Context: an optimization exercise on an open-source flow, tuned for small area, a short achievable clock period and few clock cycles per item. The choices shown serve that exercise and are no tape-out recipe.
Only simulation tests tie the RTL to the original design; equivalence was not proved.

**flow/flow/run.sh**
```bash
#!/bin/bash
# Layout flow: the standard flow (standard.sh), with synthesis run by
# flow/synth_custom.tcl, which maps logic with an area-recovering ABC script,
# and the port buffers made of buf_1 cells.
set -euo pipefail
cd "$(dirname "$0")/.."
W=$PWD
bash standard.sh SYNTH_SCRIPT=$W/flow/synth_custom.tcl \
  "BUFFER_PORTS_ARGS=-buffer_cell sky130_fd_sc_hd__buf_1" \
  finish > $W/flow_orfs.log 2>&1
```
**flow/flow/abc_custom.script**
```
strash
&get -n
&st
&dch
&nf -R 1000 -p
&put
topo
stime -c
buffer -c
upsize -c
dnsize -c
```
**flow/flow/synth_custom.tcl**
```tcl
# The standard flow's synthesis (synth_recipe.tcl) with one change: ABC maps with an
# area-recovering script instead of ORFS's abc_speed.script.
set ::custom_abc_script [file join [file dirname [file normalize [info script]]] abc_custom.script]
proc synth {args} { yosys synth -nofsm -noshare {*}$args }
proc abc {args} {
  set i [lsearch -exact $args -script]
  if { $i >= 0 } {
    set args [lreplace $args [expr {$i + 1}] [expr {$i + 1}] $::custom_abc_script]
  }
  yosys abc {*}$args
}
source $::env(SCRIPTS_DIR)/synth.tcl
# left out here: clear keep_hierarchy, flatten, clean up, hide names made inside functions, write 1_2_yosys.v
```
**flow/standard.sh**
```bash
#!/bin/bash
# synth_recipe.tcl (not shown) runs the flow's synth.tcl, then flattens the netlist and writes it again
# the make line also repeats each setting of config.mk as NAME=value (left out here)
make -C /OpenROAD-flow-scripts/flow DESIGN_CONFIG=/design/flow/config.mk WORK_HOME=/design/flow/orfs CLKGATE_MAP_FILE= SYNTH_SCRIPT=/design/flow/synth_recipe.tcl "${@:-finish}"
```
**flow/config.mk**
```make
export PLATFORM = sky130hd
export DESIGN_NAME = cmac_tag
export DESIGN_NICKNAME = cmac_tag
export VERILOG_FILES = /design/flow/design.v
export SDC_FILE = /design/flow/constraint.sdc
export NUM_CORES = 8
export LEC_CHECK = 0
export CAP_MARGIN = 20
export CORE_MARGIN = 2
export CORE_UTILIZATION = 50
export PLACE_DENSITY = 0.6
export SETUP_SLACK_MARGIN = 3
export SLEW_MARGIN = 20
```
**flow/constraint.sdc**
```tcl
create_clock -name core_clock -period 10.0 [get_ports {clk}]
set_input_delay 2.0000 -clock core_clock [delete_from_list [all_inputs] [get_ports {clk}]]
set_output_delay 2.0000 -clock core_clock [all_outputs]
set_load 0.01 [all_outputs]
```
**flow/design.v**
```verilog
module cmac_sbox (
    input  wire [7:0] a,
    output wire [7:0] y
);
    wire U0, U1, U2, U3, U4, U5, U6, U7;
    assign U0 = a[7];
    assign U1 = a[6];
    assign U2 = a[5];
    assign U3 = a[4];
    assign U4 = a[3];
    assign U5 = a[2];
    assign U6 = a[1];
    assign U7 = a[0];
    wire T1, T2, T3, T4, T5, T6, T7, T8, T9, T10, T11, T12, T13, T14, T15, T16, T17, T18, T19, T20, T21, T22, T23, T24, T25, T26, T27, M1, M2, M3, M4, M5, M6, M7, M8, M9, M10, M11, M12, M13, M14, M15, M16, M17, M18, M19, M20, M21, M22, M23, M24, M25, M26, M27, M28, M29, M30, M31, M32, M33, M34, M35, M36, M37, M38, M39, M40, M41, M42, M43, M44, M45, M46, M47, M48, M49, M50, M51, M52, M53, M54, M55, M56, M57, M58, M59, M60, M61, M62, M63, L0, L1, L2, L3, L4, L5, L6, L7, L8, L9, L10, L11, L12, L13, L14, L15, L16, L17, L18, L19, L20, L21, L22, L23, L24, L25, L26, L27, L28, L29, S0, S1, S2, S3, S4, S5, S6, S7;
    assign T1 = U0 ^ U3;
    assign T2 = U0 ^ U5;
    assign T3 = U0 ^ U6;
    assign T4 = U3 ^ U5;
    assign T5 = U4 ^ U6;
    assign T6 = T1 ^ T5;
    assign T7 = U1 ^ U2;
    assign T8 = U7 ^ T6;
    assign T9 = U7 ^ T7;
    assign T10 = T6 ^ T7;
    assign T11 = U1 ^ U5;
    assign T12 = U2 ^ U5;
    assign T13 = T3 ^ T4;
    assign T14 = T6 ^ T11;
    assign T15 = T5 ^ T11;
    assign T16 = T5 ^ T12;
    assign T17 = T9 ^ T16;
    assign T18 = U3 ^ U7;
    assign T19 = T7 ^ T18;
    assign T20 = T1 ^ T19;
    assign T21 = U6 ^ U7;
    assign T22 = T7 ^ T21;
    assign T23 = T2 ^ T22;
    assign T24 = T2 ^ T10;
    assign T25 = T20 ^ T17;
    assign T26 = T3 ^ T16;
    assign T27 = T1 ^ T12;
    assign M1 = T13 & T6;
    assign M2 = T23 & T8;
    assign M3 = T14 ^ M1;
    assign M4 = T19 & U7;
    assign M5 = M4 ^ M1;
    assign M6 = T3 & T16;
    assign M7 = T22 & T9;
    assign M8 = T26 ^ M6;
    assign M9 = T20 & T17;
    assign M10 = M9 ^ M6;
    assign M11 = T1 & T15;
    assign M12 = T4 & T27;
    assign M13 = M12 ^ M11;
    assign M14 = T2 & T10;
    assign M15 = M14 ^ M11;
    assign M16 = M3 ^ M2;
    assign M17 = M5 ^ T24;
    assign M18 = M8 ^ M7;
    assign M19 = M10 ^ M15;
    assign M20 = M16 ^ M13;
    assign M21 = M17 ^ M15;
    assign M22 = M18 ^ M13;
    assign M23 = M19 ^ T25;
    assign M24 = M22 ^ M23;
    assign M25 = M22 & M20;
    assign M26 = M21 ^ M25;
    assign M27 = M20 ^ M21;
    assign M28 = M23 ^ M25;
    assign M29 = M28 & M27;
    assign M30 = M26 & M24;
    assign M31 = M20 & M23;
    assign M32 = M27 & M31;
    assign M33 = M27 ^ M25;
    assign M34 = M21 & M22;
    assign M35 = M24 & M34;
    assign M36 = M24 ^ M25;
    assign M37 = M21 ^ M29;
    assign M38 = M32 ^ M33;
    assign M39 = M23 ^ M30;
    assign M40 = M35 ^ M36;
    assign M41 = M38 ^ M40;
    assign M42 = M37 ^ M39;
    assign M43 = M37 ^ M38;
    assign M44 = M39 ^ M40;
    assign M45 = M42 ^ M41;
    assign M46 = M44 & T6;
    assign M47 = M40 & T8;
    assign M48 = M39 & U7;
    assign M49 = M43 & T16;
    assign M50 = M38 & T9;
    assign M51 = M37 & T17;
    assign M52 = M42 & T15;
    assign M53 = M45 & T27;
    assign M54 = M41 & T10;
    assign M55 = M44 & T13;
    assign M56 = M40 & T23;
    assign M57 = M39 & T19;
    assign M58 = M43 & T3;
    assign M59 = M38 & T22;
    assign M60 = M37 & T20;
    assign M61 = M42 & T1;
    assign M62 = M45 & T4;
    assign M63 = M41 & T2;
    assign L0 = M61 ^ M62;
    assign L1 = M50 ^ M56;
    assign L2 = M46 ^ M48;
    assign L3 = M47 ^ M55;
    assign L4 = M54 ^ M58;
    assign L5 = M49 ^ M61;
    assign L6 = M62 ^ L5;
    assign L7 = M46 ^ L3;
    assign L8 = M51 ^ M59;
    assign L9 = M52 ^ M53;
    assign L10 = M53 ^ L4;
    assign L11 = M60 ^ L2;
    assign L12 = M48 ^ M51;
    assign L13 = M50 ^ L0;
    assign L14 = M52 ^ M61;
    assign L15 = M55 ^ L1;
    assign L16 = M56 ^ L0;
    assign L17 = M57 ^ L1;
    assign L18 = M58 ^ L8;
    assign L19 = M63 ^ L4;
    assign L20 = L0 ^ L1;
    assign L21 = L1 ^ L7;
    assign L22 = L3 ^ L12;
    assign L23 = L18 ^ L2;
    assign L24 = L15 ^ L9;
    assign L25 = L6 ^ L10;
    assign L26 = L7 ^ L9;
    assign L27 = L8 ^ L10;
    assign L28 = L11 ^ L14;
    assign L29 = L11 ^ L17;
    assign S0 = L6 ^ L24;
    assign S1 = ~(L16 ^ L26);
    assign S2 = ~(L19 ^ L28);
    assign S3 = L6 ^ L21;
    assign S4 = L20 ^ L22;
    assign S5 = L25 ^ L29;
    assign S6 = ~(L13 ^ L27);
    assign S7 = ~(L6 ^ L23);
    assign y = {S0, S1, S2, S3, S4, S5, S6, S7};
endmodule
module cmac_tag (
    input  wire         clk,
    input  wire         rst,           
    input  wire         in_valid,
    output wire         in_ready,
    input  wire         in_first,      
    input  wire         in_last,       
    input  wire [4:0]   in_nbytes,     
    input  wire [127:0] in_data,
    input  wire [127:0] key,
    output reg          tag_valid,
    output reg  [63:0]  tag
);
    localparam [2:0] S_IDLE = 3'd0,    
                     S_LCMP = 3'd1,    
                     S_LRDY = 3'd2,    
                     S_RUN  = 3'd3,    
                     S_WAIT = 3'd4;    
    reg [2:0]   state;
    reg [3:0]   rnd;                   
    reg         rlast;                 
    reg [127:0] s;                     
    reg [127:0] rk;                    
    reg [127:0] kq;                    
    reg [127:0] l;                     
    reg         lv;                    
    reg         blk_last;              
    reg         offer_q;               
    reg         hit_q;                 
    wire st_idle = (state == S_IDLE);
    wire st_lcmp = (state == S_LCMP);
    wire st_lrdy = (state == S_LRDY);
    wire st_run  = (state == S_RUN);
    wire st_wait = (state == S_WAIT);
    assign in_ready = (st_idle && offer_q && hit_q) ||
                      (st_lcmp && rlast && !blk_last) ||
                      st_lrdy || st_wait ||
                      (st_run && rlast && (!blk_last || (offer_q && hit_q)));
    wire take   = in_valid && in_ready;
    wire lstart = (st_idle || (st_run && rlast && blk_last)) &&
                  in_valid && offer_q && !hit_q;
    wire [127:0] sb;                   
    genvar g;
    generate
        for (g = 0; g < 16; g = g + 1) begin : g_sub
            cmac_sbox u_sbox (.a(s[8*g +: 8]), .y(sb[8*g +: 8]));
        end
    endgenerate
    wire [127:0] sr;                   
    generate
        for (g = 0; g < 16; g = g + 1) begin : g_shift
            localparam integer R   = g % 4;
            localparam integer COL = g / 4;
            localparam integer SRC = R + 4 * ((COL + R) % 4);
            assign sr[127 - 8*g -: 8] = sb[127 - 8*SRC -: 8];
        end
    endgenerate
    wire [127:0] mc;
    generate
        for (g = 0; g < 4; g = g + 1) begin : g_mix
            wire [7:0] a0 = sr[127 - 32*g      -: 8];
            wire [7:0] a1 = sr[127 - 32*g - 8  -: 8];
            wire [7:0] a2 = sr[127 - 32*g - 16 -: 8];
            wire [7:0] a3 = sr[127 - 32*g - 24 -: 8];
            wire [7:0] t  = a0 ^ a1 ^ a2 ^ a3;
            wire [7:0] e0 = a0 ^ a1;
            wire [7:0] e1 = a1 ^ a2;
            wire [7:0] e2 = a2 ^ a3;
            wire [7:0] e3 = a3 ^ a0;
            wire [7:0] x0 = {e0[6:0], 1'b0} ^ (e0[7] ? 8'h1b : 8'h00);
            wire [7:0] x1 = {e1[6:0], 1'b0} ^ (e1[7] ? 8'h1b : 8'h00);
            wire [7:0] x2 = {e2[6:0], 1'b0} ^ (e2[7] ? 8'h1b : 8'h00);
            wire [7:0] x3 = {e3[6:0], 1'b0} ^ (e3[7] ? 8'h1b : 8'h00);
            wire [7:0] m  = {8{~rlast}};
            assign mc[127 - 32*g      -: 8] = a0 ^ ((t ^ x0) & m);
            assign mc[127 - 32*g - 8  -: 8] = a1 ^ ((t ^ x1) & m);
            assign mc[127 - 32*g - 16 -: 8] = a2 ^ ((t ^ x2) & m);
            assign mc[127 - 32*g - 24 -: 8] = a3 ^ ((t ^ x3) & m);
        end
    endgenerate
    reg [7:0] rcon;
    always @(*) begin
        case (rnd)
            4'd1:    rcon = 8'h01;
            4'd2:    rcon = 8'h02;
            4'd3:    rcon = 8'h04;
            4'd4:    rcon = 8'h08;
            4'd5:    rcon = 8'h10;
            4'd6:    rcon = 8'h20;
            4'd7:    rcon = 8'h40;
            4'd8:    rcon = 8'h80;
            4'd9:    rcon = 8'h1b;
            4'd10:   rcon = 8'h36;
            default: rcon = 8'h00;
        endcase
    end
    wire [31:0] w3  = rk[31:0];
    wire [31:0] rot = {w3[23:0], w3[31:24]};
    wire [31:0] subw;
    generate
        for (g = 0; g < 4; g = g + 1) begin : g_ksub
            cmac_sbox u_ksbox (.a(rot[8*g +: 8]), .y(subw[8*g +: 8]));
        end
    endgenerate
    wire [31:0]  kt   = subw ^ {rcon, 24'd0};
    wire [31:0]  nk0  = rk[127:96] ^ kt;
    wire [31:0]  nk1  = rk[95:64]  ^ rk[127:96] ^ kt;
    wire [31:0]  nk2  = rk[63:32]  ^ rk[95:64] ^ rk[127:96] ^ kt;
    wire [31:0]  nk3  = rk[31:0]   ^ rk[63:32] ^ rk[95:64] ^ rk[127:96] ^ kt;
    wire [127:0] rk_next = {nk0, nk1, nk2, nk3};
    wire [127:0] round_out = mc ^ rk_next;
    wire [127:0] k1 = {l[126:0], 1'b0} ^ (l[127] ? 128'h87 : 128'h0);
    wire [127:0] k2 = {k1[126:0], 1'b0} ^ (k1[127] ? 128'h87 : 128'h0);
    reg [127:0] padded;
    integer b;
    always @(*) begin
        for (b = 0; b < 16; b = b + 1) begin
            if (b < in_nbytes)
                padded[127 - 8*b -: 8] = in_data[127 - 8*b -: 8];
            else if (b == in_nbytes)
                padded[127 - 8*b -: 8] = 8'h80;
            else
                padded[127 - 8*b -: 8] = 8'h00;
        end
    end
    wire         full    = in_nbytes[4];
    wire [127:0] m_blk   = !in_last ? in_data :
                           full     ? in_data ^ k1 :
                                      padded ^ k2;
    wire [127:0] kk      = lstart ? key : kq;
    wire [127:0] blockin = (take ? m_blk : 128'd0) ^ kk;
    wire busy = st_lcmp || st_run;
    always @(posedge clk) begin
        if (busy && !(rlast && (st_lcmp || blk_last)))
            s <= round_out ^ ((take || lstart) ? blockin : 128'd0);
        else if (st_wait)
            s <= s ^ (take ? blockin : 128'd0);
        else
            s <= blockin;
        tag <= round_out[127:64];
        if (take || lstart)
            rk <= kk;
        else
            rk <= rk_next;
        if (lstart)
            kq <= key;
        if (st_lcmp && rlast)
            l <= round_out;
    end
    always @(posedge clk) begin
        if (rst) begin
            state     <= S_IDLE;
            tag_valid <= 1'b0;
            lv        <= 1'b0;
            offer_q   <= 1'b0;
            hit_q     <= 1'b0;
            rnd       <= 4'd1;
            rlast     <= 1'b0;
            blk_last  <= 1'b0;
        end else begin
            tag_valid <= 1'b0;
            offer_q   <= in_valid && !take;
            hit_q     <= lv && (key == kq) && !lstart;
            if (take || lstart) begin
                rnd   <= 4'd1;
                rlast <= 1'b0;
            end else begin
                rnd   <= rnd + 4'd1;
                rlast <= (rnd == 4'd9);
            end
            if (take || lstart)
                blk_last <= in_last;
            case (state)
                S_IDLE: begin
                    if (take)
                        state <= S_RUN;
                    else if (lstart) begin
                        lv    <= 1'b0;
                        state <= S_LCMP;
                    end
                end
                S_LCMP: begin
                    if (rlast) begin
                        lv    <= 1'b1;
                        state <= take ? S_RUN : S_LRDY;
                    end
                end
                S_LRDY: begin
                    if (take)
                        state <= S_RUN;
                end
                S_RUN: begin
                    if (rlast) begin
                        if (blk_last) begin
                            tag_valid <= 1'b1;
                            if (lstart) begin
                                lv    <= 1'b0;
                                state <= S_LCMP;
                            end else if (!take) begin
                                state <= S_IDLE;
                            end
                        end else if (!take) begin
                            state <= S_WAIT;
                        end
                    end
                end
                S_WAIT: begin
                    if (take)
                        state <= S_RUN;
                end
                default: state <= S_IDLE;
            endcase
        end
    end
endmodule
```
==> out/qor.json, run 1 <==
{
  "grt_overflow_total": {"value": 0},
  "timing.hold.worst_path_depth": {"value": 1},
  "pin_count_of_the_biggest_net_entering_global_routing": {"value": 156},
  "final_gp_congestion": {"value": 1.01},
  "placement_rows": {"value": 124},
  "vias_per_cell": {"value": 5.65},
  "rsz0062_at_grt": {"value": "yes"},
  "groute.usage.overall": {"value": 36.9, "unit": "%"},
  "grt_first_pass_wirelength": {"value": 315000, "unit": "microns"},
  "antenna_found_initial": {"value": 31},
  "placement.io_buffers": {"value": 330},
  "slew_violations": {"value": 0},
  "dp_hpwl": {"value": 182000, "unit": "microns"},
  "drt-pass1-iter-count": {"value": 6},
  "placed_cells": {"value": 8496},
  "hold_crit_endpoint": {"value": "rnd[0]"},
  "layout_commonest_cell": {"value": "sky130_fd_sc_hd__xnor2_1"},
  "yosys-top-cells-area": {"value": "sky130_fd_sc_hd__xnor2_1 (30%), sky130_fd_sc_hd__dfxtp_1 (16%), sky130_fd_sc_hd__xor2_1 (10%), sky130_fd_sc_hd__edfxtp_1 (6.7%), sky130_fd_sc_hd__nor2_1 (4.6%)"},
  "coreArea": {"value": 0.114, "unit": "sq mm"},
  "post_route_cells_drive_above_1_share": {"value": 7.74, "unit": "%"},
  "max-slew-margin-rel": {"value": 10.5, "unit": "%"},
  "worst_path_most_repeated_cell": {"value": "sky130_fd_sc_hd__xnor2_1"},
  "initial_core_util": {"value": 50.5, "unit": "%"},
  "crit_type": {"value": "register to register"},
  "cts.root.buffer_cell": {"value": "sky130_fd_sc_hd__clkbuf_16"},
  "synth_top_area_share": {"value": 30.5, "unit": "%"},
  "critical_path_arrival": {"value": 7.25, "unit": "ns"},
  "drcViolationCount": {"value": 0},
  "setup.reg_to_reg.worst_slack": {"value": 3.27, "unit": "ns"},
  "clkLatencyLatePin": {"value": 0.67, "unit": "ns"},
  "reg2regPathDepth": {"value": 22},
  "count_of_state_elements_after_synthesis": {"value": 597},
  "period_needed": {"value": 6.73, "unit": "ns"},
  "clock.fmax": {"value": 149, "unit": "MHz"},
  "most-common-layout-cells": {"value": "sky130_fd_sc_hd__xnor2_1 (1888), sky130_fd_sc_hd__nor2_1 (704), sky130_fd_sc_hd__xor2_1 (658), sky130_fd_sc_hd__nand2_1 (522), sky130_fd_sc_hd__dfxtp_1 (467)"},
  "edff_count_synth": {"value": 128},
  "detailroute.via_count": {"value": 48891},
  "postRouteAntennaNets": {"value": 0},
  "fin_cells": {"value": 8652},
  "timing.critical_path.cells": {"value": "xnor2_1, xnor2_2, xor2_1, ha_1, xnor2_1, xnor2_1, xnor2_2, o21ai_0, xnor2_1, xor2_1, xnor2_1, nor2_1, xnor2_2, xor2_1, xnor2_1, xnor2_2, xor2_1, xor2_1, xnor2_1, a21oi_1, o21ai_0, o21ai_0"},
  "final_util": {"value": 56.0, "unit": "%"},
  "synth_flop_cell": {"value": "sky130_fd_sc_hd__dfxtp_1"},
  "fp.dieArea": {"value": 0.118, "unit": "sq mm"},
  "worstPathMaxFanout": {"value": 7},
  "max_cap_violations": {"value": 0},
  "cts_tree": {"value": "done"},
  "boundaryPins": {"value": 332},
  "worst_setup_hold_path_clk_slew": {"value": 0.06, "unit": "ns"},
  "timing.final.crit_share": {"value": 67.3, "unit": "%"},
  "wire_per_inst": {"value": 25.9, "unit": "microns"},
  "ctsLongestPathBuffers": {"value": 3},
  "final_net_count": {"value": 7384},
  "required_worst_endpoint": {"value": 10.53, "unit": "ns"},
  "final.setup.tns": {"value": 0, "unit": "ns"},
  "reg2reg_from": {"value": "rk[23]"},
  "final.fill_count": {"value": 10581},
  "synth.distinct_cells": {"value": 78},
  "clock_skew": {"value": 0.0414, "unit": "ns"},
  "slowest_stage": {"value": "sky130_fd_sc_hd__xnor2_2"},
  "routed_wl": {"value": 224000, "unit": "microns"},
  "worstReg2RegEnd": {"value": "s[59]"},
  "synth_top_cell_by_area": {"value": "sky130_fd_sc_hd__xnor2_1"},
  "cts_made_buffers": {"value": 74},
  "yosysWarnings": {"value": 1},
  "min-delay-path-class": {"value": "register to register"},
  "die_height": {"value": 344, "unit": "microns"},
  "worst_setup_path_start_kind": {"value": "register"},
  "cp_slowest_stage_delay": {"value": 0.95, "unit": "ns"},
  "htreeDepth": {"value": 3},
  "whs": {"value": 0.454, "unit": "ns"},
  "report.final.setup_viol": {"value": 0},
  "area_growth": {"value": 11.0, "unit": "%"},
  "initialDrtViolationCount": {"value": 5146},
  "synthesized_area_divided_by_synthesized_cell_count": {"value": 8.37, "unit": "sq um"},
  "syn_inst": {"value": 6893},
  "synthesis.nets": {"value": 7205},
  "synth.yosys.seq_area_share": {"value": 22.9, "unit": "%"},
  "result_of_the_run": {"value": "complete, no violations"},
  "startpoint_of_the_lowest_slack_hold_path": {"value": "rnd[0]"},
  "post_synth_design_cell_area": {"value": 0.0577, "unit": "sq mm"},
  "worst_setup_path_end_kind": {"value": "register"},
  "fraction_of_registers_with_async_set_or_reset_after_synthesis": {"value": 0, "unit": "%"},
  "vias_in_the_first_global_route": {"value": 45226},
  "die_w": {"value": 344, "unit": "microns"},
  "cts.sinks": {"value": 597},
  "tightest_slew": {"value": 1.31, "unit": "ns"},
  "hold_viol_final": {"value": 0}
}
cell usage after synthesis, types with 109 or more instances:
master and count:
sky130_fd_sc_hd__xnor2_1 2008, sky130_fd_sc_hd__nor2_1 707, sky130_fd_sc_hd__xor2_1 677, sky130_fd_sc_hd__nand2_1 523
sky130_fd_sc_hd__dfxtp_1 469, sky130_fd_sc_hd__a21oi_1 400, sky130_fd_sc_hd__o21ai_0 334, sky130_fd_sc_hd__inv_1 243
sky130_fd_sc_hd__clkbuf_1 204, sky130_fd_sc_hd__mux2i_1 193, sky130_fd_sc_hd__edfxtp_1 128, sky130_fd_sc_hd__xnor2_2 109
metrics by stage:
step                instance area, sq um  setup WS, ns
CTS                                62800          2.72
finish                             64100          3.27
detailed placement                 60300          2.58
floorplan                          57700          4.55
global route                       64100          2.89
global placement                   60300          2.50
worst max path at each step:
stage | start | endpoint | slack [ns] | cells past startpoint
5_1_grt | rk[15] | s[82] | 2.89 | 23
4_1_cts | s[1] | s[100] | 2.72 | 22
6_report | rk[23] | s[59] | 3.27 | 22
3_5_place_dp | rk[31] | s[1] | 2.58 | 22
3_3_place_gp | rk[31] | s[1] | 2.50 | 22
2_1_floorplan | s[61] | s[39] | 4.55 | 23
cell type report:
type                    count  area, sq um  area share (%)
clock inverters            30          256           0.400
repair buffers            412         1970            3.08
well taps                1512         1890            2.95
multi-input cells        5744        43600            68.1
diodes                      8         20.0          0.0312
flip-flops and latches    597        13200            20.7
inverters                 243          912            1.42
clock buffers             106         2120            3.32
registers in the layout, indices dropped and copies added, names as in the netlist, 3 cells and up:
register	flops
kq	128
l	128
rk	128
s	128
tag	64
rcon	8
rnd	4
state	3
logic make-up (layout without fill, tap and decap cells):
family	count (synthesis)	count (layout)	synth area share, %
xor+xnor	2856	2856	46.0
mux	199	199	3.47
flops	597	597	22.9
buf+inv	552	791	3.82
other cells	0	8	0
compound gates	1096	1096	11.4
fa+ha+maj	46	46	0.997
simple gates	1547	1547	11.4
worst max-delay path, delay by kind of cell, from the launching register on:
kind | cells | cell delay (ns)
fa+ha+maj | 1 | 0.24
xor+xnor | 16 | 5.25
flops | 1 | 0.43
compound gates | 4 | 0.54
simple gates | 1 | 0.10
repair_timing:
| item | CTS | global route |
|---|---|---|
| cloned | 0 | 0 |
| buffers inserted | 0 | 11 |
| endpoints found under the setup margin | 55 | 233 |
| pin swaps | 0 | 8 |
| resized for setup | 20 | 136 |
| hold buffers | 0 | 0 |
per-layer routing:
metal	track usage, %	share of wire [%]	vias up
met5	0	0.079	-
met4	15.0	4.5	26
met3	7.09	9.5	372
met2	57.4	44	2272
met1	50.0	42	23463
li1	-	-	22758
Testbench counts, summed over its fixed seeds: cycles 16,796, messages 480.
==> inputs of run 2 (changes only) <==
==> flow/flow/abc_custom.script (replaced) <==
strash
&get -n
&st
&dch
&nf -p
&put
topo
stime -c
buffer -c
upsize -c
dnsize -c
==> run 2 against run 1 <==
- still clean
- non-clock buffer count decreased by 15
- count of clock-buffer cells in the layout decreased by 6
- sequential share of layout area shrank 0.46 points
- via count up 1.5%
- synthesized cell count down 0.57%
- clock skew up 0.00061 ns
- cell count up 0.27%
- maximum frequency fell by 1.2%
- critical path type unchanged
- critical endpoint is now s[92]
==> out/qor.json, run 2 <==
{
  "critical_path.startpoint": {"value": "rk[23]", "change": "unchanged"},
  "tightest_slew": {"value": 1.15, "unit": "ns", "change": "was 1.31 ns"},
  "synth_top_cell_by_area": {"value": "sky130_fd_sc_hd__xnor2_1", "change": "unchanged"},
  "min-delay-path-class": {"value": "register to register", "change": "unchanged"},
  "grt_overflow_total": {"value": 0, "change": "unchanged"},
  "synth.distinct_cells": {"value": 97, "change": "was 78"},
  "vias_in_the_first_global_route": {"value": 45730, "change": "was 45226"},
  "postRouteAntennaNets": {"value": 0, "change": "unchanged"},
  "yosys-top-cells-area": {"value": "sky130_fd_sc_hd__xnor2_1 (24%), sky130_fd_sc_hd__dfxtp_1 (16%), sky130_fd_sc_hd__xor2_1 (9.7%), sky130_fd_sc_hd__edfxtp_1 (6.4%), sky130_fd_sc_hd__xnor3_1 (5.6%)", "change": "was sky130_fd_sc_hd__xnor2_1 (30%), sky130_fd_sc_hd__dfxtp_1 (16%), sky130_fd_sc_hd__xor2_1 (10%), sky130_fd_sc_hd__edfxtp_1 (6.7%), sky130_fd_sc_hd__nor2_1 (4.6%)"},
  "count_of_state_elements_after_synthesis": {"value": 597, "change": "unchanged"},
  "fraction_of_registers_with_async_set_or_reset_after_synthesis": {"value": 0, "unit": "%", "change": "unchanged"},
  "final_net_count": {"value": 7321, "change": "was 7384"},
  "cts.root.buffer_cell": {"value": "sky130_fd_sc_hd__clkbuf_16", "change": "unchanged"},
  "initialDrtViolationCount": {"value": 5425, "change": "was 5146"},
  "wire_per_inst": {"value": 26.3, "unit": "microns", "change": "was 25.9 microns"},
  "boundaryPins": {"value": 332, "change": "unchanged"},
  "cts_tree": {"value": "done", "change": "unchanged"},
  "area_growth": {"value": 9.41, "unit": "%", "change": "was 11.0%"},
  "cp_slowest_stage_delay": {"value": 0.82, "unit": "ns", "change": "was 0.95 ns"},
  "topRoutingLayerUsed": {"value": "met5", "change": "unchanged"},
  "drt-pass1-iter-count": {"value": 8, "change": "was 6"},
  "timing.final.crit_share": {"value": 68.0, "unit": "%", "change": "was 67.3%"},
  "most-common-layout-cells": {"value": "sky130_fd_sc_hd__xnor2_1 (1598), sky130_fd_sc_hd__xor2_1 (649), sky130_fd_sc_hd__nor2_1 (615), sky130_fd_sc_hd__nand2_1 (487), sky130_fd_sc_hd__a21oi_1 (486)", "change": "was sky130_fd_sc_hd__xnor2_1 (1888), sky130_fd_sc_hd__nor2_1 (704), sky130_fd_sc_hd__xor2_1 (658), sky130_fd_sc_hd__nand2_1 (522), sky130_fd_sc_hd__dfxtp_1 (467)"},
  "timing.critical_path.cells": {"value": "xnor2_2, xnor2_1, xnor2_1, ha_1, xnor3_1, xor2_1, a21oi_1, o21ai_1, or2_2, a21oi_2, xor2_2, xnor2_1, xor2_1, xor2_1, xnor2_2, xnor2_1, xnor2_1, xnor2_1, xnor2_1, o21ai_0", "change": "was xnor2_1, xnor2_2, xor2_1, ha_1, xnor2_1, xnor2_1, xnor2_2, o21ai_0, xnor2_1, xor2_1, xnor2_1, nor2_1, xnor2_2, xor2_1, xnor2_1, xnor2_2, xor2_1, xor2_1, xnor2_1, a21oi_1, o21ai_0, o21ai_0"},
  "max_cap_violations": {"value": 0, "change": "unchanged"},
  "syn_inst": {"value": 6854, "change": "was 6893"},
  "period_needed": {"value": 6.80, "unit": "ns", "change": "was 6.73 ns"},
  "rsz0062_at_grt": {"value": "yes", "change": "unchanged"},
  "cts.hold.buffers_added": {"value": 0, "change": "unchanged"},
  "synth_top_area_share": {"value": 24.0, "unit": "%", "change": "was 30.5%"},
  "fin_cells": {"value": 8675, "change": "was 8652"},
  "result_of_the_run": {"value": "complete, no violations", "change": "unchanged"},
  "die_w": {"value": 350, "unit": "microns", "change": "was 344 microns"},
  "report.final.setup_viol": {"value": 0, "change": "unchanged"},
  "placed_cells": {"value": 8532, "change": "was 8496"},
  "edff_count_synth": {"value": 128, "change": "unchanged"},
  "placement_rows": {"value": 126, "change": "was 124"},
  "worst_path_most_repeated_cell": {"value": "sky130_fd_sc_hd__xnor2_1", "change": "unchanged"},
  "critical_path_arrival": {"value": 7.32, "unit": "ns", "change": "was 7.25 ns"},
  "clock_skew": {"value": 0.0420, "unit": "ns", "change": "was 0.0414 ns"},
  "required_worst_endpoint": {"value": 10.52, "unit": "ns", "change": "was 10.53 ns"},
  "dp_hpwl": {"value": 185000, "unit": "microns", "change": "was 182000 microns"},
  "final.setup.tns": {"value": 0, "unit": "ns", "change": "unchanged"},
  "wl_met1": {"value": 95500, "unit": "microns", "change": "was 94200 microns"},
  "synthesized_area_divided_by_synthesized_cell_count": {"value": 8.74, "unit": "sq um", "change": "was 8.37 sq um"},
  "clkLatencyLatePin": {"value": 0.68, "unit": "ns", "change": "was 0.67 ns"},
  "cts.sinks": {"value": 597, "change": "unchanged"},
  "slew_violations": {"value": 0, "change": "unchanged"},
  "post_synth_most_frequent_cells": {"value": "sky130_fd_sc_hd__xnor2_1 (1642), sky130_fd_sc_hd__xor2_1 (666), sky130_fd_sc_hd__nor2_1 (616), sky130_fd_sc_hd__nand2_1 (488), sky130_fd_sc_hd__a21oi_1 (487)", "change": "was sky130_fd_sc_hd__xnor2_1 (2008), sky130_fd_sc_hd__nor2_1 (707), sky130_fd_sc_hd__xor2_1 (677), sky130_fd_sc_hd__nand2_1 (523), sky130_fd_sc_hd__dfxtp_1 (469)"},
  "wl_met3": {"value": 21600, "unit": "microns", "change": "was 21300 microns"},
  "critical_path_buf_inv_count": {"value": 0, "change": "unchanged"},
  "routed_wl": {"value": 229000, "unit": "microns", "change": "was 224000 microns"},
  "worst_setup_hold_path_clk_slew": {"value": 0.07, "unit": "ns", "change": "was 0.06 ns"},
  "coreArea": {"value": 0.118, "unit": "sq mm", "change": "was 0.114 sq mm"},
  "vias_per_cell": {"value": 5.72, "change": "was 5.65"},
  "hold_viol_final": {"value": 0, "change": "unchanged"},
  "worst_setup_path_start_kind": {"value": "register", "change": "unchanged"},
  "initial_core_util": {"value": 50.6, "unit": "%", "change": "was 50.5%"},
  "synthesis.nets": {"value": 7166, "change": "was 7205"},
  "synth_flop_cell": {"value": "sky130_fd_sc_hd__dfxtp_1", "change": "unchanged"},
  "clock.fmax": {"value": 147, "unit": "MHz", "change": "was 149 MHz"},
  "ctsLongestPathBuffers": {"value": 3, "change": "unchanged"},
  "post_route_cells_drive_above_1_share": {"value": 7.15, "unit": "%", "change": "was 7.74%"},
  "slowest_stage": {"value": "sky130_fd_sc_hd__dfxtp_1", "change": "was sky130_fd_sc_hd__xnor2_2"},
  "crit_type": {"value": "register to register", "change": "unchanged"},
  "die_height": {"value": 350, "unit": "microns", "change": "was 344 microns"},
  "pin_count_of_the_biggest_net_entering_global_routing": {"value": 181, "change": "was 156"},
  "startpoint_of_the_lowest_slack_hold_path": {"value": "rnd[0]", "change": "unchanged"},
  "detailroute.via_count": {"value": 49636, "change": "was 48891"},
  "layout_commonest_cell": {"value": "sky130_fd_sc_hd__xnor2_1", "change": "unchanged"},
  "max-slew-margin-rel": {"value": 21.3, "unit": "%", "change": "was 10.5%"},
  "post_synth_design_cell_area": {"value": 0.0599, "unit": "sq mm", "change": "was 0.0577 sq mm"},
  "synth_most_common_cell": {"value": "sky130_fd_sc_hd__xnor2_1", "change": "unchanged"},
  "htreeDepth": {"value": 3, "change": "unchanged"},
  "placement.io_buffers": {"value": 330, "change": "unchanged"},
  "drcViolationCount": {"value": 0, "change": "unchanged"},
  "critical-path-top-delay-family": {"value": "XOR/XNOR gates", "change": "unchanged"},
  "final_gp_congestion": {"value": 1.04, "change": "was 1.01"},
  "worst_setup_path_end_kind": {"value": "register", "change": "unchanged"},
  "antenna_found_initial": {"value": 24, "change": "was 31"},
  "worstPathMaxFanout": {"value": 6, "change": "was 7"},
  "reg2reg_from": {"value": "rk[23]", "change": "unchanged"},
  "cts_made_buffers": {"value": 75, "change": "was 74"},
  "fp.dieArea": {"value": 0.123, "unit": "sq mm", "change": "was 0.118 sq mm"},
  "met2WireLength": {"value": 99600, "unit": "microns", "change": "was 98700 microns"},
  "final.fill_count": {"value": 11039, "change": "was 10581"},
  "synth.yosys.seq_area_share": {"value": 22.1, "unit": "%", "change": "was 22.9%"},
  "groute.usage.overall": {"value": 36.2, "unit": "%", "change": "was 36.9%"},
  "grt_first_pass_wirelength": {"value": 320000, "unit": "microns", "change": "was 315000 microns"},
  "yosysWarnings": {"value": 1, "change": "unchanged"}
}
[run 2: worst paths after layout]
kind | to | slack (ns) | depth (start not counted)
worst max-delay path | s[92] | 3.20 | 20
worst min-delay path | rnd[0] | 0.46 | 1
worst max register to register | s[92] | 3.20 | 20
worst min register to register | rnd[0] | 0.46 | 1
[run 2: cell type report]
class,instances,area (sq um),share of cell area [%]
Clock buffer,100,2060,3.15
Multi-Input combinational cell,5711,45100,68.8
Clock inverter,35,473,0.722
Antenna cell,8,20.0,0.0305
Timing Repair Buffer,397,1800,2.75
Tap cell,1600,2000,3.05
Inverter,227,852,1.30
Sequential cell,597,13200,20.2
[run 2: repair_timing]
action | in CTS | in global routing
gates resized for setup | 2 | 60
endpoints found under the setup margin | 3 | 152
buffers inserted | 0 | 0
[run 2: through the flow]
| stage | setup WS, ns | cell area, sq um | hold slack, ns | utilization (%) |
|---|---|---|---|---|
| 2_1_floorplan | 3.51 | 59900 | 0.416 | - |
| 3_5_place_dp | 2.95 | 62500 | 0.453 | 52.8 |
| 3_3_place_gp | 3.01 | 62500 | 0.443 | 52.8 |
| 5_1_grt | 2.97 | 65500 | 0.497 | 55.3 |
| 4_1_cts | 3.03 | 65100 | 0.464 | 54.9 |
| 6_report | 3.20 | 65500 | 0.463 | 55.4 |
[run 2: cell families after synthesis]
group | after synthesis | synth area share, %
AOI/OAI and AO/OA | 1354 | 13.7
xor gates and xnor gates | 2665 | 45.9
adders and majority gates | 46 | 0.961
buffers and inverters | 546 | 3.64
DFF | 597 | 22.1
muxes | 185 | 3.09
and+or+nand+nor | 1461 | 10.6
[run 2: metal layers]
layer / up-vias / track usage (%)
met5: - / 0
met3: 402 / 6.90
met1: 23857 / 48.8
li1: 23165 / -
met4: 22 / 16.8
met2: 2190 / 55.8
==> inputs of run 3 (changes only) <==
==> flow/flow/abc_custom.script (replaced) <==
strash
&get -n
&st
&dch
&nf -R 100
&put
topo
stime -c
buffer -c
upsize -c
dnsize -c
==> run 3 against run 2 <==
- design area is 1.6% lower
- die area is 3.2% lower
- worst setup slack better by 0.052 ns
- maximum frequency is 0.77% higher
- sequential share of layout area is 0.34 points higher
- flip-flop and latch count stayed put
- via count is 1.7% lower
- cell count is 0.28% higher
- register-to-register slack better by 0.05 ns
- largest cell class unchanged
- highest routed layer unchanged
==> out/qor.json, run 3 <==
{
  "multiInputGateArea": {"value": 0.0436, "unit": "sq mm", "change": "was 0.0451 sq mm"},
  "synth_flop_cell": {"value": "sky130_fd_sc_hd__dfxtp_1", "change": "unchanged"},
  "edff_count_synth": {"value": 128, "change": "unchanged"},
  "synth.yosys.seq_area_share": {"value": 22.8, "unit": "%", "change": "was 22.1%"},
  "pre_cts_setup_slack": {"value": 2.60, "unit": "ns", "change": "was 2.95 ns"},
  "critical-path-top-delay-family": {"value": "XOR/XNOR gates", "change": "unchanged"},
  "cp_slowest_stage_delay": {"value": 0.58, "unit": "ns", "change": "was 0.82 ns"},
  "synth.distinct_cells": {"value": 79, "change": "was 97"},
  "boundaryPins": {"value": 332, "change": "unchanged"},
  "coreArea": {"value": 0.115, "unit": "sq mm", "change": "was 0.118 sq mm"},
  "layout_commonest_cell": {"value": "sky130_fd_sc_hd__xnor2_1", "change": "unchanged"},
  "timing.final.crit_share": {"value": 67.5, "unit": "%", "change": "was 68.0%"},
  "wire_per_inst": {"value": 25.5, "unit": "microns", "change": "was 26.3 microns"},
  "worst_setup_hold_path_clk_slew": {"value": 0.06, "unit": "ns", "change": "was 0.07 ns"},
  "initial_core_util": {"value": 50.5, "unit": "%", "change": "was 50.6%"},
  "hold_viol_final": {"value": 0, "change": "unchanged"},
  "max-slew-margin-rel": {"value": 9.91, "unit": "%", "change": "was 21.3%"},
  "timing.hold.worst_path_depth": {"value": 1, "change": "unchanged"},
  "antenna_found_initial": {"value": 21, "change": "was 24"},
  "worst_setup_path_end_kind": {"value": "register", "change": "unchanged"},
  "post_synth_most_frequent_cells": {"value": "sky130_fd_sc_hd__xnor2_1 (2000), sky130_fd_sc_hd__nor2_1 (729), sky130_fd_sc_hd__xor2_1 (676), sky130_fd_sc_hd__nand2_1 (548), sky130_fd_sc_hd__dfxtp_1 (469)", "change": "was sky130_fd_sc_hd__xnor2_1 (1642), sky130_fd_sc_hd__xor2_1 (666), sky130_fd_sc_hd__nor2_1 (616), sky130_fd_sc_hd__nand2_1 (488), sky130_fd_sc_hd__a21oi_1 (487)"},
  "worstReg2RegEnd": {"value": "s[64]", "change": "was s[92]"},
  "result_of_the_run": {"value": "complete, no violations", "change": "unchanged"},
  "reg2regPathDepth": {"value": 24, "change": "was 20"},
  "routed_wl": {"value": 222000, "unit": "microns", "change": "was 229000 microns"},
  "startpoint_of_the_lowest_slack_hold_path": {"value": "rnd[0]", "change": "unchanged"},
  "fp.dieArea": {"value": 0.119, "unit": "sq mm", "change": "was 0.123 sq mm"},
  "clock.fmax": {"value": 148, "unit": "MHz", "change": "was 147 MHz"},
  "cts_made_buffers": {"value": 78, "change": "was 75"},
  "grt_overflow_total": {"value": 0, "change": "unchanged"},
  "slowest_stage": {"value": "sky130_fd_sc_hd__dfxtp_1", "change": "unchanged"},
  "syn_inst": {"value": 6944, "change": "was 6854"},
  "cts.root.buffer_cell": {"value": "sky130_fd_sc_hd__clkbuf_16", "change": "unchanged"},
  "cts_tree": {"value": "done", "change": "unchanged"},
  "pin_count_of_the_biggest_net_entering_global_routing": {"value": 179, "change": "was 181"},
  "groute.usage.overall": {"value": 36.5, "unit": "%", "change": "was 36.2%"},
  "clock_skew": {"value": 0.0277, "unit": "ns", "change": "was 0.0420 ns"},
  "final.setup.tns": {"value": 0, "unit": "ns", "change": "unchanged"},
  "final_gp_congestion": {"value": 1.03, "change": "was 1.04"},
  "drt-pass1-iter-count": {"value": 6, "change": "was 8"},
  "post_route_cells_drive_above_1_share": {"value": 8.30, "unit": "%", "change": "was 7.15%"},
  "critical_path_buf_inv_count": {"value": 0, "change": "unchanged"},
  "die_height": {"value": 344, "unit": "microns", "change": "was 350 microns"},
  "rsz0062_at_grt": {"value": "yes", "change": "unchanged"},
  "worst_path_most_repeated_cell": {"value": "sky130_fd_sc_hd__xnor2_1", "change": "unchanged"},
  "clkLatencyLatePin": {"value": 0.67, "unit": "ns", "change": "was 0.68 ns"},
  "placement_rows": {"value": 124, "change": "was 126"},
  "crit_type": {"value": "register to register", "change": "unchanged"},
  "worst_setup_path_start_kind": {"value": "register", "change": "unchanged"},
  "placement.io_buffers": {"value": 330, "change": "unchanged"},
  "worstPathMaxFanout": {"value": 7, "change": "was 6"},
  "ctsLongestPathBuffers": {"value": 3, "change": "unchanged"},
  "seqCellArea": {"value": 0.0132, "unit": "sq mm", "change": "about the same"},
  "synth_most_common_cell": {"value": "sky130_fd_sc_hd__xnor2_1", "change": "unchanged"},
  "die_w": {"value": 344, "unit": "microns", "change": "was 350 microns"},
  "yosysWarnings": {"value": 1, "change": "unchanged"},
  "vias_in_the_first_global_route": {"value": 45256, "change": "was 45730"},
  "cts.sinks": {"value": 597, "change": "unchanged"},
  "hold_crit_endpoint": {"value": "rnd[0]", "change": "unchanged"},
  "yosys-top-cells-area": {"value": "sky130_fd_sc_hd__xnor2_1 (30%), sky130_fd_sc_hd__dfxtp_1 (16%), sky130_fd_sc_hd__xor2_1 (10%), sky130_fd_sc_hd__edfxtp_1 (6.6%), sky130_fd_sc_hd__nor2_1 (4.7%)", "change": "was sky130_fd_sc_hd__xnor2_1 (24%), sky130_fd_sc_hd__dfxtp_1 (16%), sky130_fd_sc_hd__xor2_1 (9.7%), sky130_fd_sc_hd__edfxtp_1 (6.4%), sky130_fd_sc_hd__xnor3_1 (5.6%)"},
  "critical_path_arrival": {"value": 7.26, "unit": "ns", "change": "was 7.32 ns"},
  "final.fill_count": {"value": 10795, "change": "was 11039"},
  "area_growth": {"value": 11.3, "unit": "%", "change": "was 9.41%"},
  "initialDrtViolationCount": {"value": 4936, "change": "was 5425"},
  "count_of_state_elements_after_synthesis": {"value": 597, "change": "unchanged"},
  "post_synth_design_cell_area": {"value": 0.0579, "unit": "sq mm", "change": "was 0.0599 sq mm"},
  "report.final.setup_viol": {"value": 0, "change": "unchanged"},
  "htreeDepth": {"value": 3, "change": "unchanged"},
  "detailroute.via_count": {"value": 48798, "change": "was 49636"},
  "final_util": {"value": 56.2, "unit": "%", "change": "was 55.4%"},
  "tightest_slew": {"value": 1.31, "unit": "ns", "change": "was 1.15 ns"},
  "dp_hpwl": {"value": 179000, "unit": "microns", "change": "was 185000 microns"},
  "most-common-layout-cells": {"value": "sky130_fd_sc_hd__xnor2_1 (1883), sky130_fd_sc_hd__nor2_1 (726), sky130_fd_sc_hd__xor2_1 (659), sky130_fd_sc_hd__nand2_1 (547), sky130_fd_sc_hd__dfxtp_1 (461)", "change": "was sky130_fd_sc_hd__xnor2_1 (1598), sky130_fd_sc_hd__xor2_1 (649), sky130_fd_sc_hd__nor2_1 (615), sky130_fd_sc_hd__nand2_1 (487), sky130_fd_sc_hd__a21oi_1 (486)"},
  "timing.final.ws_setup": {"value": 3.25, "unit": "ns", "change": "was 3.20 ns"},
  "max_cap_violations": {"value": 0, "change": "unchanged"},
  "timing.critical_path.cells": {"value": "xor2_4, xor2_1, xor2_1, ha_1, xor2_1, xnor2_1, xnor2_2, a21oi_1, nor2_1, a31oi_1, xnor2_1, xor2_1, nor2_2, xnor2_4, xor2_2, xnor2_1, xnor2_1, xnor2_2, xnor2_1, nor2_1, xor2_1, xnor2_2, xnor2_1, o21ai_1", "change": "was xnor2_2, xnor2_1, xnor2_1, ha_1, xnor3_1, xor2_1, a21oi_1, o21ai_1, or2_2, a21oi_2, xor2_2, xnor2_1, xor2_1, xor2_1, xnor2_2, xnor2_1, xnor2_1, xnor2_1, xnor2_1, o21ai_0"},
  "reg2reg_from": {"value": "s[89]", "change": "was rk[23]"},
  "synthesized_area_divided_by_synthesized_cell_count": {"value": 8.34, "unit": "sq um", "change": "was 8.74 sq um"},
  "drcViolationCount": {"value": 0, "change": "unchanged"},
  "postRouteAntennaNets": {"value": 0, "change": "unchanged"},
  "setup.reg_to_reg.worst_slack": {"value": 3.25, "unit": "ns", "change": "was 3.20 ns"},
  "min-delay-path-class": {"value": "register to register", "change": "unchanged"},
  "final_net_count": {"value": 7426, "change": "was 7321"},
  "synthesis.nets": {"value": 7256, "change": "was 7166"},
  "synth_top_area_share": {"value": 30.2, "unit": "%", "change": "was 24.0%"},
  "vias_per_cell": {"value": 5.61, "change": "was 5.72"},
  "synth_top_cell_by_area": {"value": "sky130_fd_sc_hd__xnor2_1", "change": "unchanged"},
  "grt_first_pass_wirelength": {"value": 313000, "unit": "microns", "change": "was 320000 microns"},
  "required_worst_endpoint": {"value": 10.51, "unit": "ns", "change": "was 10.52 ns"},
  "fraction_of_registers_with_async_set_or_reset_after_synthesis": {"value": 0, "unit": "%", "change": "unchanged"},
  "period_needed": {"value": 6.75, "unit": "ns", "change": "was 6.80 ns"},
  "slew_violations": {"value": 0, "change": "unchanged"}
}
run 3: kinds of logic after synthesis:
| logic type | count (synthesis) | share of synthesized area (%) |
|---|---|---|
| DFF | 597 | 22.8 |
| buffers and inverters | 604 | 4.13 |
| and+or+nand+nor | 1543 | 11.1 |
| AOI/OAI and AO/OA | 1098 | 11.4 |
| adders and majority gates | 46 | 0.993 |
| muxes | 198 | 3.45 |
| xor gates and xnor gates | 2858 | 46.1 |
run 3: final cells by class:
cell class / count / area share, %
Antenna cell: 7 / 0.0272
Clock buffer: 108 / 3.46
Clock inverter: 38 / 0.834
Inverter: 286 / 1.66
Multi-Input combinational cell: 5743 / 67.6
Sequential cell: 597 / 20.5
Tap cell: 1512 / 2.93
Timing Repair Buffer: 408 / 2.98
run 3: layer usage:
metal / vias up / global-route usage, % / wire length (microns)
li1: 22872 / - / -
met1: 23386 / 50.8 / 95400
met2: 2110 / 53.8 / 92800
met3: 406 / 7.14 / 21400
met4: 24 / 17.5 / 12400
met5: - / 0 / 137
run 3: worst max path at each step:
stage | from | endpoint | slack (ns) | depth (start not counted)
finish | s[89] | s[64] | 3.25 | 24
detailed placement | rk[31] | s[32] | 2.60 | 23
CTS | rk[31] | s[32] | 2.91 | 23
global route | s[73] | s[0] | 2.90 | 23
global placement | rk[31] | s[32] | 2.57 | 23
floorplan | s[108] | s[42] | 4.47 | 26
run 3: what timing repair did:
item                       CTS  global route
pin swaps                    0             7
setup endpoints to repair   41           221
hold buffers                 0             0
resized for setup           28           123
buffers inserted             0            13
run 3: stage by stage:
| stage | area [sq um] | instances | hold WS [ns] |
|---|---|---|---|
| floorplan | 57900 | 6944 | 0.416 |
| global placement | 60400 | 8533 | 0.439 |
| detailed placement | 60400 | 8533 | 0.450 |
| CTS | 63400 | 8679 | 0.460 |
| global route | 64500 | 8695 | 0.507 |
| finish | 64500 | 8699 | 0.465 |
==> inputs of run 4 (changes only) <==
==> flow/flow/abc_custom.script (replaced) <==
strash
&get -n
&st
&dch
&nf -R 1000
&put
topo
stime -c
buffer -c
upsize -c
dnsize -c
==> run 4 against run 3 <==
- utilization unchanged
- first-iteration DRC count unchanged
- wire length unchanged
- largest cell class unchanged
==> out/qor.json, run 4 <==
{
  "result_of_the_run": {"value": "complete, no violations", "change": "unchanged"},
  "tightest_slew": {"value": 1.31, "unit": "ns", "change": "unchanged"},
  "detailroute.via_count": {"value": 48798, "change": "unchanged"},
  "placed_cells": {"value": 8533, "change": "unchanged"},
  "critical_path_buf_inv_count": {"value": 0, "change": "unchanged"},
  "slowest_stage": {"value": "sky130_fd_sc_hd__dfxtp_1", "change": "unchanged"},
  "cts_made_buffers": {"value": 78, "change": "unchanged"},
  "routed_wl": {"value": 222000, "unit": "microns", "change": "unchanged"},
  "initialDrtViolationCount": {"value": 4936, "change": "unchanged"},
  "postRouteAntennaNets": {"value": 0, "change": "unchanged"},
  "seqCellArea": {"value": 0.0132, "unit": "sq mm", "change": "unchanged"},
  "groute.usage.overall": {"value": 36.5, "unit": "%", "change": "unchanged"},
  "critical_path_arrival": {"value": 7.26, "unit": "ns", "change": "about the same"},
  "max-slew-margin-rel": {"value": 9.91, "unit": "%", "change": "unchanged"},
  "worstPathMaxFanout": {"value": 7, "change": "unchanged"},
  "dp_hpwl": {"value": 179000, "unit": "microns", "change": "unchanged"},
  "worstReg2RegEnd": {"value": "s[64]", "change": "unchanged"},
  "boundaryPins": {"value": 332, "change": "unchanged"},
  "cts.sinks": {"value": 597, "change": "unchanged"},
  "die_w": {"value": 344, "unit": "microns", "change": "unchanged"},
  "drt-pass1-iter-count": {"value": 6, "change": "unchanged"},
  "vias_per_cell": {"value": 5.61, "change": "unchanged"},
  "die_height": {"value": 344, "unit": "microns", "change": "unchanged"},
  "report.final.setup_viol": {"value": 0, "change": "unchanged"},
  "area_growth": {"value": 11.3, "unit": "%", "change": "unchanged"},
  "ctsLongestPathBuffers": {"value": 3, "change": "unchanged"},
  "cp_slowest_stage_delay": {"value": 0.58, "unit": "ns", "change": "about the same"},
  "yosysWarnings": {"value": 1, "change": "unchanged"},
  "synth.yosys.seq_area_share": {"value": 22.8, "unit": "%", "change": "unchanged"},
  "max_cap_violations": {"value": 0, "change": "unchanged"},
  "min-delay-path-class": {"value": "register to register", "change": "unchanged"},
  "period_needed": {"value": 6.75, "unit": "ns", "change": "unchanged"},
  "final_gp_congestion": {"value": 1.03, "change": "unchanged"},
  "synth_most_common_cell": {"value": "sky130_fd_sc_hd__xnor2_1", "change": "unchanged"},
  "post_route_cells_drive_above_1_share": {"value": 8.30, "unit": "%", "change": "unchanged"},
  "final.fill_count": {"value": 10795, "change": "unchanged"},
  "syn_inst": {"value": 6944, "change": "unchanged"},
  "multiInputGateArea": {"value": 0.0436, "unit": "sq mm", "change": "unchanged"},
  "clkLatencyLatePin": {"value": 0.67, "unit": "ns", "change": "about the same"},
  "htreeDepth": {"value": 3, "change": "unchanged"},
  "final.setup.tns": {"value": 0, "unit": "ns", "change": "unchanged"},
  "slew_violations": {"value": 0, "change": "unchanged"},
  "critical_path.startpoint": {"value": "s[89]", "change": "unchanged"},
  "rsz0062_at_grt": {"value": "yes", "change": "unchanged"},
  "placed_standard_cell_area": {"value": 0.0604, "unit": "sq mm", "change": "unchanged"},
  "timing.final.crit_share": {"value": 67.5, "unit": "%", "change": "unchanged"},
  "drcViolationCount": {"value": 0, "change": "unchanged"},
  "cts_tree": {"value": "done", "change": "unchanged"},
  "final_net_count": {"value": 7426, "change": "unchanged"},
  "synthesis.nets": {"value": 7256, "change": "unchanged"},
  "hold_crit_endpoint": {"value": "rnd[0]", "change": "unchanged"},
  "edff_count_synth": {"value": 128, "change": "unchanged"},
  "coreArea": {"value": 0.115, "unit": "sq mm", "change": "unchanged"},
  "reg2regPathDepth": {"value": 24, "change": "unchanged"},
  "worst_setup_path_end_kind": {"value": "register", "change": "unchanged"},
  "wire_per_inst": {"value": 25.5, "unit": "microns", "change": "unchanged"},
  "fp.dieArea": {"value": 0.119, "unit": "sq mm", "change": "unchanged"},
  "grt_overflow_total": {"value": 0, "change": "unchanged"},
  "fraction_of_registers_with_async_set_or_reset_after_synthesis": {"value": 0, "unit": "%", "change": "unchanged"},
  "reg2reg_from": {"value": "s[89]", "change": "unchanged"},
  "cts.root.buffer_cell": {"value": "sky130_fd_sc_hd__clkbuf_16", "change": "unchanged"},
  "synth_top_area_share": {"value": 30.2, "unit": "%", "change": "unchanged"},
  "timing.critical_path.cells": {"value": "xor2_4, xor2_1, xor2_1, ha_1, xor2_1, xnor2_1, xnor2_2, a21oi_1, nor2_1, a31oi_1, xnor2_1, xor2_1, nor2_2, xnor2_4, xor2_2, xnor2_1, xnor2_1, xnor2_2, xnor2_1, nor2_1, xor2_1, xnor2_2, xnor2_1, o21ai_1", "change": "unchanged"},
  "synth.distinct_cells": {"value": 79, "change": "unchanged"},
  "fin_cells": {"value": 8699, "change": "unchanged"},
  "setup.reg_to_reg.worst_slack": {"value": 3.25, "unit": "ns", "change": "about the same"},
  "synth_top_cell_by_area": {"value": "sky130_fd_sc_hd__xnor2_1", "change": "unchanged"},
  "required_worst_endpoint": {"value": 10.51, "unit": "ns", "change": "about the same"},
  "initial_core_util": {"value": 50.5, "unit": "%", "change": "unchanged"},
  "worst_setup_path_start_kind": {"value": "register", "change": "unchanged"},
  "cts.hold.buffers_added": {"value": 0, "change": "unchanged"},
  "startpoint_of_the_lowest_slack_hold_path": {"value": "rnd[0]", "change": "unchanged"},
  "timing.hold.worst_path_depth": {"value": 1, "change": "unchanged"},
  "yosys-top-cells-area": {"value": "sky130_fd_sc_hd__xnor2_1 (30%), sky130_fd_sc_hd__dfxtp_1 (16%), sky130_fd_sc_hd__xor2_1 (10%), sky130_fd_sc_hd__edfxtp_1 (6.6%), sky130_fd_sc_hd__nor2_1 (4.7%)", "change": "unchanged"},
  "antenna_found_initial": {"value": 21, "change": "unchanged"},
  "finalInstanceArea": {"value": 0.0645, "unit": "sq mm", "change": "unchanged"},
  "worst_path_most_repeated_cell": {"value": "sky130_fd_sc_hd__xnor2_1", "change": "unchanged"},
  "placement_rows": {"value": 124, "change": "unchanged"},
  "most-common-layout-cells": {"value": "sky130_fd_sc_hd__xnor2_1 (1883), sky130_fd_sc_hd__nor2_1 (726), sky130_fd_sc_hd__xor2_1 (659), sky130_fd_sc_hd__nand2_1 (547), sky130_fd_sc_hd__dfxtp_1 (461)", "change": "unchanged"},
  "pin_count_of_the_biggest_net_entering_global_routing": {"value": 179, "change": "unchanged"},
  "synthesized_area_divided_by_synthesized_cell_count": {"value": 8.34, "unit": "sq um", "change": "unchanged"},
  "placement.io_buffers": {"value": 330, "change": "unchanged"},
  "critical-path-top-delay-family": {"value": "XOR/XNOR gates", "change": "unchanged"},
  "worst_setup_hold_path_clk_slew": {"value": 0.06, "unit": "ns", "change": "about the same"},
  "hold_viol_final": {"value": 0, "change": "unchanged"},
  "vias_in_the_first_global_route": {"value": 45256, "change": "unchanged"},
  "post_synth_most_frequent_cells": {"value": "sky130_fd_sc_hd__xnor2_1 (2000), sky130_fd_sc_hd__nor2_1 (729), sky130_fd_sc_hd__xor2_1 (676), sky130_fd_sc_hd__nand2_1 (548), sky130_fd_sc_hd__dfxtp_1 (469)", "change": "unchanged"},
  "count_of_state_elements_after_synthesis": {"value": 597, "change": "unchanged"},
  "crit_type": {"value": "register to register", "change": "unchanged"},
  "post_synth_design_cell_area": {"value": 0.0579, "unit": "sq mm", "change": "unchanged"},
  "clock.fmax": {"value": 148, "unit": "MHz", "change": "unchanged"},
  "layout_commonest_cell": {"value": "sky130_fd_sc_hd__xnor2_1", "change": "unchanged"},
  "grt_first_pass_wirelength": {"value": 313000, "unit": "microns", "change": "unchanged"},
  "clock_skew": {"value": 0.0277, "unit": "ns", "change": "unchanged"},
  "synth_flop_cell": {"value": "sky130_fd_sc_hd__dfxtp_1", "change": "unchanged"}
}
## run 4: cell counts in the layout (fill, tap and decap cells not counted)
Identical to the previous run, type by type.
## run 4: layout make-up
class / count / area share, %
Clock buffer: 108 / 3.46
Sequential cell: 597 / 20.5
Tap cell: 1512 / 2.93
Inverter: 286 / 1.66
Clock inverter: 38 / 0.834
Multi-Input combinational cell: 5743 / 67.6
Antenna cell: 7 / 0.0272
Timing Repair Buffer: 408 / 2.98
## run 4: how the worst max path moves through the flow
stage	end	slack (ns)	depth (start not counted)
final	s[64]	3.25	24
after global routing	s[0]	2.90	23
after CTS	s[32]	2.91	23
after detailed placement	s[32]	2.60	23
after global placement	s[32]	2.57	23
after floorplan	s[42]	4.47	26
## run 4: logic make-up after synthesis
logic type / count (synthesis) / share of synthesized area, %
AND/OR/NAND/NOR: 1543 / 11.1
adder cells (fa/ha/maj): 46 / 0.993
flip-flops: 597 / 22.8
multiplexers: 198 / 3.45
XOR/XNOR: 2858 / 46.1
buffers and inverters: 604 / 4.13
AO/OA/AOI/OAI: 1098 / 11.4
## run 4: repair_timing
item / CTS / global route
resized for setup: 28 / 123
pin swaps: 0 / 7
endpoints found under the setup margin: 41 / 221
setup buffers: 0 / 13
hold endpoints to repair: 0 / 0
cloned: 0 / 0
## run 4: metal layers
metal	track usage (%)	part of all wire [%]
met5	0	0.062
met4	17.5	5.6
met3	7.14	9.6
met2	53.8	42
met1	50.8	43
## run 4: through the flow
stage | setup WS (ns) | util (%) | hold WS, ns
floorplan | 4.47 | - | 0.416
global placement | 2.57 | 52.7 | 0.439
detailed placement | 2.60 | 52.7 | 0.450
CTS | 2.91 | 55.3 | 0.460
global route | 2.90 | 56.2 | 0.507
finish | 3.25 | 56.2 | 0.465
==> inputs of run 5 (changes only) <==
==> flow/flow/abc_custom.script (replaced) <==
strash
&get -n
&st
&dch
&nf -R 1000
&put
topo
stime -c
==> run 5 against run 4 <==
- still clean on timing, DRC and antenna
- count of clock-buffer cells in the layout down 4
- clock skew is 0.017 ns higher
- die area decreased by 5.3%
==> out/qor.json, run 5 <==
{
  "crit_type": {"value": "register to register", "change": "unchanged"},
  "result_of_the_run": {"value": "complete, no violations", "change": "unchanged"},
  "synth.yosys.seq_area_share": {"value": 24.1, "unit": "%", "change": "was 22.8%"},
  "htreeDepth": {"value": 3, "change": "unchanged"},
  "worstPathMaxFanout": {"value": 6, "change": "was 7"},
  "placement_rows": {"value": 121, "change": "was 124"},
  "boundaryPins": {"value": 332, "change": "unchanged"},
  "synthesized_area_divided_by_synthesized_cell_count": {"value": 8.28, "unit": "sq um", "change": "was 8.34 sq um"},
  "global_route.usage.met2": {"value": 57.2, "unit": "%", "change": "was 53.8%"},
  "wire_per_inst": {"value": 25.3, "unit": "microns", "change": "was 25.5 microns"},
  "initialDrtViolationCount": {"value": 4981, "change": "was 4936"},
  "die_height": {"value": 335, "unit": "microns", "change": "was 344 microns"},
  "pin_count_of_the_biggest_net_entering_global_routing": {"value": 163, "change": "was 179"},
  "ctsLongestPathBuffers": {"value": 3, "change": "unchanged"},
  "timing.final.crit_share": {"value": 68.4, "unit": "%", "change": "was 67.5%"},
  "post_route_cells_drive_above_1_share": {"value": 8.04, "unit": "%", "change": "was 8.30%"},
  "fp.dieArea": {"value": 0.112, "unit": "sq mm", "change": "was 0.119 sq mm"},
  "timing.critical_path.cells": {"value": "xnor2_2, xor2_2, and2_0, xnor2_1, xnor2_1, xnor2_2, clkinv_1, or2_0, xnor2_1, nand2_1, o21ai_0, xor2_1, xnor2_1, nand2_1, xnor2_2, xnor2_2, xnor2_1, xnor2_1, xor2_1, xnor2_1, nor2_1, xnor2_2, xnor2_1, o21ai_0", "change": "was xor2_4, xor2_1, xor2_1, ha_1, xor2_1, xnor2_1, xnor2_2, a21oi_1, nor2_1, a31oi_1, xnor2_1, xor2_1, nor2_2, xnor2_4, xor2_2, xnor2_1, xnor2_1, xnor2_2, xnor2_1, nor2_1, xor2_1, xnor2_2, xnor2_1, o21ai_1"},
  "drcViolationCount": {"value": 0, "change": "unchanged"},
  "fraction_of_registers_with_async_set_or_reset_after_synthesis": {"value": 0, "unit": "%", "change": "unchanged"},
  "cts.hold.buffers_added": {"value": 0, "change": "unchanged"},
  "grt_met1_usage": {"value": 53.2, "unit": "%", "change": "was 50.8%"},
  "clkLatencyLatePin": {"value": 0.67, "unit": "ns", "change": "about the same"},
  "final_gp_congestion": {"value": 1.01, "change": "was 1.03"},
  "synth_top_area_share": {"value": 34.1, "unit": "%", "change": "was 30.2%"},
  "antenna_found_initial": {"value": 17, "change": "was 21"},
  "synth_flop_cell": {"value": "sky130_fd_sc_hd__dfxtp_1", "change": "unchanged"},
  "synthesis.nets": {"value": 6938, "change": "was 7256"},
  "area_growth": {"value": 16.9, "unit": "%", "change": "was 11.3%"},
  "tightest_slew": {"value": 1.19, "unit": "ns", "change": "was 1.31 ns"}
}
-- run 5: cell families after synthesis --
family | share of synthesized area [%]
adder cells (fa/ha/maj) | 1.05
XOR/XNOR | 45.7
multiplexers | 3.63
AO/OA/AOI/OAI | 12.0
AND/OR/NAND/NOR | 11.6
flip-flops | 24.1
buffers and inverters | 1.96
-- run 5: worst paths after layout --
path | from | end | cells past startpoint
worst max-delay path | s[63] | s[32] | 24
worst max register to register | s[63] | s[32] | 24
worst min-delay path | rnd[0] | rnd[0] | 1
worst min register to register | rnd[0] | rnd[0] | 1
-- run 5: what timing repair did --
item / in CTS / in global routing
resized for setup: 135 / 209
pin swaps: 1 / 22
buffers inserted: 0 / 28
setup endpoints to repair: 225 / 301
-- run 5: cell type report --
type	count	area [sq um]	share of cell area (%)
repair buffers	435	2100	3.27
inverters	286	1070	1.68
clock buffers	104	2220	3.47
well taps	1414	1770	2.76
diodes	4	10.0	0.0156
clock inverters	39	452	0.705
multi-input cells	5743	43200	67.4
flip-flops and latches	597	13200	20.7
-- run 5: critical path: cells and delay by family, from the launching register on --
kind	cells	cell delay (ns)
xor+xnor	16	4.79
simple gates	5	0.85
flops	1	0.61
compound gates	2	0.28
buf+inv	1	0.16
-- run 5: through the flow --
step | hold WS (ns) | instance area (sq um) | setup WS [ns] | util (%)
floorplan | 0.416 | 54900 | 1.33 | -
global placement | 0.444 | 58600 | 2.19 | 53.9
detailed placement | 0.451 | 58600 | 2.15 | 53.9
CTS | 0.465 | 62300 | 2.77 | 57.3
global route | 0.483 | 64100 | 2.88 | 58.9
finish | 0.464 | 64100 | 3.16 | 58.9
-- run 5: routing by layer --
| metal | up-vias | share of wire, % |
|---|---|---|
| li1 | 22901 | - |
| met1 | 23256 | 43 |
| met2 | 2032 | 43 |
| met3 | 321 | 9.4 |
| met4 | 20 | 4.1 |
| met5 | - | 0.071 |

-- port drivers added, routing unchanged --
Ports are ideal in the flow. The routed layouts listed here were re-timed in OpenROAD. Step 1: set_driving_cell puts a clkbuf_16 on clk and a buf_2 on each other input, an assumption about the parent block. Step 2, shift: input delay + t, output delay - t, t = (earliest + latest rising clock arrival at the registers) / 2. This alone moves slack from input paths to output paths. Three values: no drivers, after step 1, after step 2; two values: the first two.
| run | t, ns | setup WS [ns] | hold WS [ns] | slew at the worst register clock pin (ns) | worst data-port slew with drivers (ns) |
|---|---|---|---|---|---|
| run 1 | 0.738 | 3.275 / 3.275 / 3.275 | 0.454 / 0.454 / 0.454 | 0.07 / 0.07 | 0.20 |
| run 2 | 0.738 | 3.196 / 3.196 / 3.196 | 0.463 / 0.463 / 0.463 | 0.07 / 0.07 | 0.22 |
| run 3 | 0.730 | 3.248 / 3.248 / 3.248 | 0.465 / 0.465 / 0.465 | 0.07 / 0.07 | 0.18 |
| run 4 | 0.730 | 3.248 / 3.248 / 3.248 | 0.465 / 0.465 / 0.465 | 0.07 / 0.07 | 0.18 |
| run 5 | 0.730 | 3.157 / 3.157 / 3.157 | 0.464 / 0.464 / 0.464 | 0.07 / 0.07 | 0.17 |
After both steps every run listed still meets setup and hold.
